What follows belongs to an exercise in optimizing a design on an open flow for small area and a short achievable clock period; a production flow would make more cautious choices. No functional check of the RTL was part of any run shown here. Power figures rest on the tool's default switching activity, not on a simulated workload.

==> flow/design.v (outline; a module is shown in full before it is edited, if it fits) <==
// module adc_correct: 1713 lines
module adc_correct (
    input  wire        clk,
    input  wire        rst,           
    input  wire        cfg_we,
    input  wire [4:0]  cfg_addr,      
    input  wire [31:0] cfg_wdata,
    input  wire        swap,          
    output wire        active_half,
    input  wire        in_valid,
    input  wire [15:0] in_code,
    output reg         out_valid,
    output reg  [23:0] out_sample,
    output reg         out_sat
);
  // ...
==> flow/run.sh <==
#!/bin/bash
# synth_recipe.tcl (not shown) runs the flow's synth.tcl, then flattens the netlist and writes it again
# the make line also repeats each setting of config.mk as NAME=value (left out here)
make -C /OpenROAD-flow-scripts/flow DESIGN_CONFIG=/design/flow/config.mk WORK_HOME=/design/flow/orfs CLKGATE_MAP_FILE= SYNTH_SCRIPT=/design/flow/synth_recipe.tcl finish
==> flow/config.mk <==
export PLATFORM = sky130hd
export DESIGN_NAME = adc_correct
export DESIGN_NICKNAME = adc_correct
export VERILOG_FILES = /design/flow/design.v
export SDC_FILE = /design/flow/constraint.sdc
export NUM_CORES = 4
export LEC_CHECK = 0
export CAP_MARGIN = 20
export CORE_MARGIN = 2
export CORE_UTILIZATION = 40
export SLEW_MARGIN = 20
==> flow/constraint.sdc <==
create_clock -name core_clock -period 22.0 [get_ports {clk}]
set_input_delay 4.4000 -clock core_clock [delete_from_list [all_inputs] [get_ports {clk}]]
set_output_delay 4.4000 -clock core_clock [all_outputs]
set_load 0.01 [all_outputs]
==> notes.md, run 1 <==
hold endpoint=c_gain[20]; fin crit period=7.69 ns; fraction of area in registers=47.3%; CP Launch Point=c_gain[15]; met3 usage=4.07%; outcome=complete, no violations; Finished Layout Cells=8,791; antenna cells=7; die height=431 microns; met2 usage=41.5%; Synth Area in Simple Gates=~7.5%; Antenna Nets Post-Route=0; Die Area=0.186 sq mm; unrepaired setup endpoints after global routing=false; critical path's top delay family=adder cells; H-tree levels=4; most frequent cells in the layout=edfxtp_1, a22oi_1, inv_1; critical path arrival=8.38 ns; clock-cell share of area=5.95%; buffering overhead=3.00%; first-pass GRT wire length=345 mm; grt met1 use=33.4%; sequential share of power=between 30% and 40%; met3 WL=22.2 mm; Netlist cell types=77; Hold Path Origin=b_gain[20]; crit path capture=d_z[27]; Post-CTS Hold Buffers=0; Synth Area in Adders=12.9%; Crit. path cell count=24; nets=roughly 6,900; Pint=5.27 mW; predominant post-synthesis flop cell=edfxtp_1; core area=0.181 sq mm; Compound-Gate Fraction of Synth Area=18.7%; pin count of the biggest net entering global routing=80; IO Port Bufs=84; Worst Path Required=approximately 23 ns; Sw Ratio=33.0%
==> run 2: changes to the inputs <==
==> flow/flow/run.sh (new file) <==
#!/bin/bash
set -euo pipefail
cd "$(dirname "$0")/.."
bash standard.sh SETUP_SLACK_MARGIN=16 finish > standard_flow.log 2>&1
==> flow/standard.sh (new file) <==
#!/bin/bash
# synth_recipe.tcl (not shown) runs the flow's synth.tcl, then flattens the netlist and writes it again
# the make line also repeats each setting of config.mk as NAME=value (left out here)
make -C /OpenROAD-flow-scripts/flow DESIGN_CONFIG=/design/flow/config.mk WORK_HOME=/design/flow/orfs CLKGATE_MAP_FILE= SYNTH_SCRIPT=/design/flow/synth_recipe.tcl "${@:-finish}"
removed: flow/run.sh
==> run 2 against run 1 <==
Effect of this change:
- still clean
- critical path type unchanged
- critical endpoint is now d_z[22]
- routed wire length up 14%
- first-iteration DRC count grew 18%
- largest cell class unchanged
- hold slack got worse by 0.0039 ns
==> notes.md, run 2 <==
Ys Warns=3 (unchanged); Yosys top cell by area=edfxtp_1 (unchanged); Slew HR=27.6% (was 22.1%); largest family of logic cells by synthesized area=compound AO/OA/AOI/OAI gates (unchanged); mux cell area share after synthesis=1.04% (unchanged); predominant post-synthesis flop cell=edfxtp_1 (unchanged); Routed WL per cell=29.6 microns (was 26.8 microns); Worst Path Required=22.69 ns (about the same); top cells by area, synth=edfxtp_1, fa_1, dfxtp_1 (unchanged); Worst setup EP type=flip-flop (unchanged); RD Place Congestion=0.869 (was 0.877); Netlist cell types=77 (unchanged); Worst path most repeated cell=fa_1 (unchanged); final wirelength=268 mm (was 236 mm); Die Area=0.186 sq mm (unchanged); Synth Area in Adders=12.9% (unchanged); H-tree levels=4 (unchanged); endpoints failing setup=0 (unchanged); clock sinks=1,363 (unchanged); Fin. Hold Viols=0 (unchanged); first-pass GRT wire length=372 mm (was 345 mm); CP Class=flip-flop to flip-flop (unchanged); hpwl dp=142 mm (about the same); global route total overflow=0 (unchanged); worst-skew pair later-pin latency=0.82 ns (was 0.80 ns); top cells by count, synth=edfxtp_1, a22oi_1, clkbuf_1 (unchanged); max-slew violations=0 (unchanged); Pint=5.40 mW (was 5.27 mW); pin count of the biggest net entering global routing=59 (was 80); outcome=complete, no violations (unchanged); area of the multi-input gates=0.0320 sq mm (was 0.0306 sq mm); r2r worst-path depth=28 (was 24); die height=431 microns (unchanged); hold path cells=0 (unchanged); cts bufs inserted=144 (was 143); Slowest-stage cell, CP=fa_1 (was nand2_1); Startpoint Class=flip-flop (unchanged); nets=7,152 (was 6,894); unrepaired setup endpoints after global routing=true (was false); most frequent cells in the layout=edfxtp_1, a22oi_1, inv_1 (unchanged); Finished Layout Cells=9,049 (was 8,791); Compound-Gate Fraction of Synth Area=18.7% (unchanged); pwr dens=93.7 mW/mm^2 (was 96.7 mW/mm^2); TritonCTS clock tree=built (unchanged); Sw Ratio=34.6% (was 33.0%); DR vias/cell=6.30 (was 6.12); FF+latch count, synth=1,363 (unchanged); die width=431 microns (unchanged); worst vdd ir=102 uV (was 80.4 uV); synthesized area=0.0729 sq mm (unchanged); clk slew on worst S/H paths=0.08 ns (was 0.06 ns); critical path arrival=7.05 ns (was 8.38 ns); Total Routing Usage GR=27.3% (was 25.0%); actual slew at the worst max-slew pin=1.08 ns (was 1.16 ns); setup TNS=0 ns (unchanged); Psw=2.85 mW (was 2.60 mW); # DRC=0 (unchanged); site row count=156 (unchanged); largest registers=lin_t0: 512 flops, lin_t1: 512 flops, d_z: 28 flops (unchanged); XOR/XNOR share of the synthesized area=1.27% (unchanged); Post-synth EDFFs=1,120 (unchanged); Synth Instances=6,450 (unchanged); Iteration-0 DRC Markers=8,839 (was 7,480); Reg area=0.0387 sq mm (was 0.0385 sq mm); Ports=85 (unchanged); vias in the first global route=52,800 (was 50,500); sequential fraction of the synthesis area=52.8% (unchanged); final worst slack=15.64 ns (was 14.31 ns); Pwr Total=8.25 mW (was 7.87 mW); TritonRoute pass-1 iters=6 (was 9); detailed-route via count=57,000 (was 53,800); layout cell share with drive strength beyond 1=16.5% (was 9.09%); Setup Skew=0.0811 ns (was 0.0562 ns); Clock Path Buffers=3 (unchanged); Fmax=157 MHz (was 130 MHz); Avg Cell Area, Syn=11.3 sq um (unchanged); core area=0.181 sq mm (unchanged); area delta synth->final=20.7% (was 11.6%); initial antenna violation count=7 (was 22); filler cell count in the final layout=15,700 (was 16,300); count leader, synth=edfxtp_1 (unchanged); pre-CTS WS=13.54 ns (was 13.81 ns); Synth Area in Simple Gates=7.47% (unchanged); fraction of registers with async set/reset=0% (unchanged); Max Cap Viol=0 (unchanged); Antenna Nets Post-Route=0 (unchanged); syn nets=7,046 (unchanged); commonest non-fill, non-tap cell in the layout=edfxtp_1 (unchanged); sequential share of power=36.1% (was 38.1%); placed instance count=8,506 (was 8,523); HP Class=flip-flop to flip-flop (unchanged); logic gate share of total power=34.8% (was 30.1%); post-synth top area share=46.1% (unchanged); fin crit period=6.36 ns (was 7.69 ns); largest driver fanout on the critical path=7 (was 68); final worst-path cycle share=28.9% (was 34.9%); clock root cell=clkbuf_16 (unchanged); IO Port Bufs=84 (unchanged); Starting Density=40.3% (unchanged); Lkg Pwr=31.5 nW (was 28.8 nW); slowest cell delay on critical path=0.56 ns (was 0.68 ns); Clock power frac=29.1% (was 31.8%)
==> run 2: cell counts after synthesis <==
No cell type changed its count.
==> run 2: critical path: cells and delay by family, from the launching register on <==
family	cells	cell delay (ns)
adders and majority gates	6	2.73
xor gates and xnor gates	2	0.29
and+or+nand+nor	1	0.17
buffers and inverters	8	0.83
AOI/OAI and AO/OA	11	1.88
DFF	1	0.34
==> run 2: power groups by stage <==
stage	logic, mW	clock network, mW	registers, mW
after global placement	2.43	0	3.03
after global routing	3.13	2.53	2.98
after floorplan	1.81	0	3.02
after CTS	2.66	2.42	2.98
final	2.87	2.40	2.98
after detailed placement	2.48	0	3.03
==> run 2: final timing paths <==
kind,slack (ns),endpoint,start
setup / recovery,15.64,d_z[22],c_gain[1]
hold / removal,0.31,c_gain[8],b_gain[8]
setup reg to reg,15.64,d_z[22],c_gain[1]
hold reg to reg,0.31,c_gain[8],b_gain[8]
==> run 2: kinds of logic (layout without fill, tap and decap cells) <==
group / Yosys count / after routing
AO/OA/AOI/OAI: 2047 / 2047
flip-flops: 1363 / 1363
AND/OR/NAND/NOR: 1206 / 1209
buffers and inverters: 1115 / 1336
adder cells (fa/ha/maj): 539 / 539
XOR/XNOR: 106 / 106
multiplexers: 74 / 74
other: 0 / 5
==> run 2: routing by layer <==
| metal | track usage [%] | part of all wire, % | vias up |
|---|---|---|---|
| met3 | 5.65 | 12 | 710 |
| met1 | 36.0 | 37 | 28400 |
| met2 | 43.4 | 46 | 3906 |
| li1 | - | - | 24000 |
| met5 | 0 | 0.0048 | - |
| met4 | 12.0 | 5.7 | 2 |
==> run 2: repair_timing <==
action | CTS | global route
cloned | 51 | 37
setup endpoints to repair | 1195 | 896
resized for setup | 552 | 218
hold buffers | 0 | 0
buffers inserted | 135 | 51
pin swaps | 102 | 71
==> run 2: layout make-up <==
type,count,area share [%]
antenna,5,0.0142
clock buffer,178,4.35
clock inverter,86,0.958
inverter,518,2.24
multi-input combinational,3975,36.3
sequential,1363,43.9
tap,2370,3.37
timing repair buffer,553,8.81
timing repair inverter,1,0.00853
==> run 2: per-stage QoR <==
step	instance area, sq um	hold slack, ns	util (%)
after floorplan	73600	0.310	-
after global placement	76700	0.310	42.4
after detailed placement	76700	0.312	42.4
after CTS	85900	0.310	47.5
after global routing	88000	0.324	48.7
final	88000	0.309	48.7

[what the ideal ports hide]
Ports are ideal in the flow. The routed layouts listed here were re-timed in OpenROAD. Step 1, drivers: a clkbuf_16 drives clk and a buf_2 each remaining input, both assumed. Step 2, shift: input delay + t, output delay - t, t = (earliest + latest rising clock arrival at the registers) / 2. This alone moves slack from input paths to output paths. Slacks: ideal / step 1 / step 2; pairs: ideal / step 1.
| run | t (ns) | slack for setup (ns) | worst setup path after step 2 |
|---|---|---|---|
| run 1 | 0.861 | 14.313 / 14.313 / 13.690 | input to register |
| run 2 | 0.857 | 15.641 / 15.641 / 15.036 | input to register |
After both steps setup and hold are still met in every run listed. The setup slack of run 1, which loses most, moves by 0.000 ns with the drivers and by -0.623 ns with both steps.
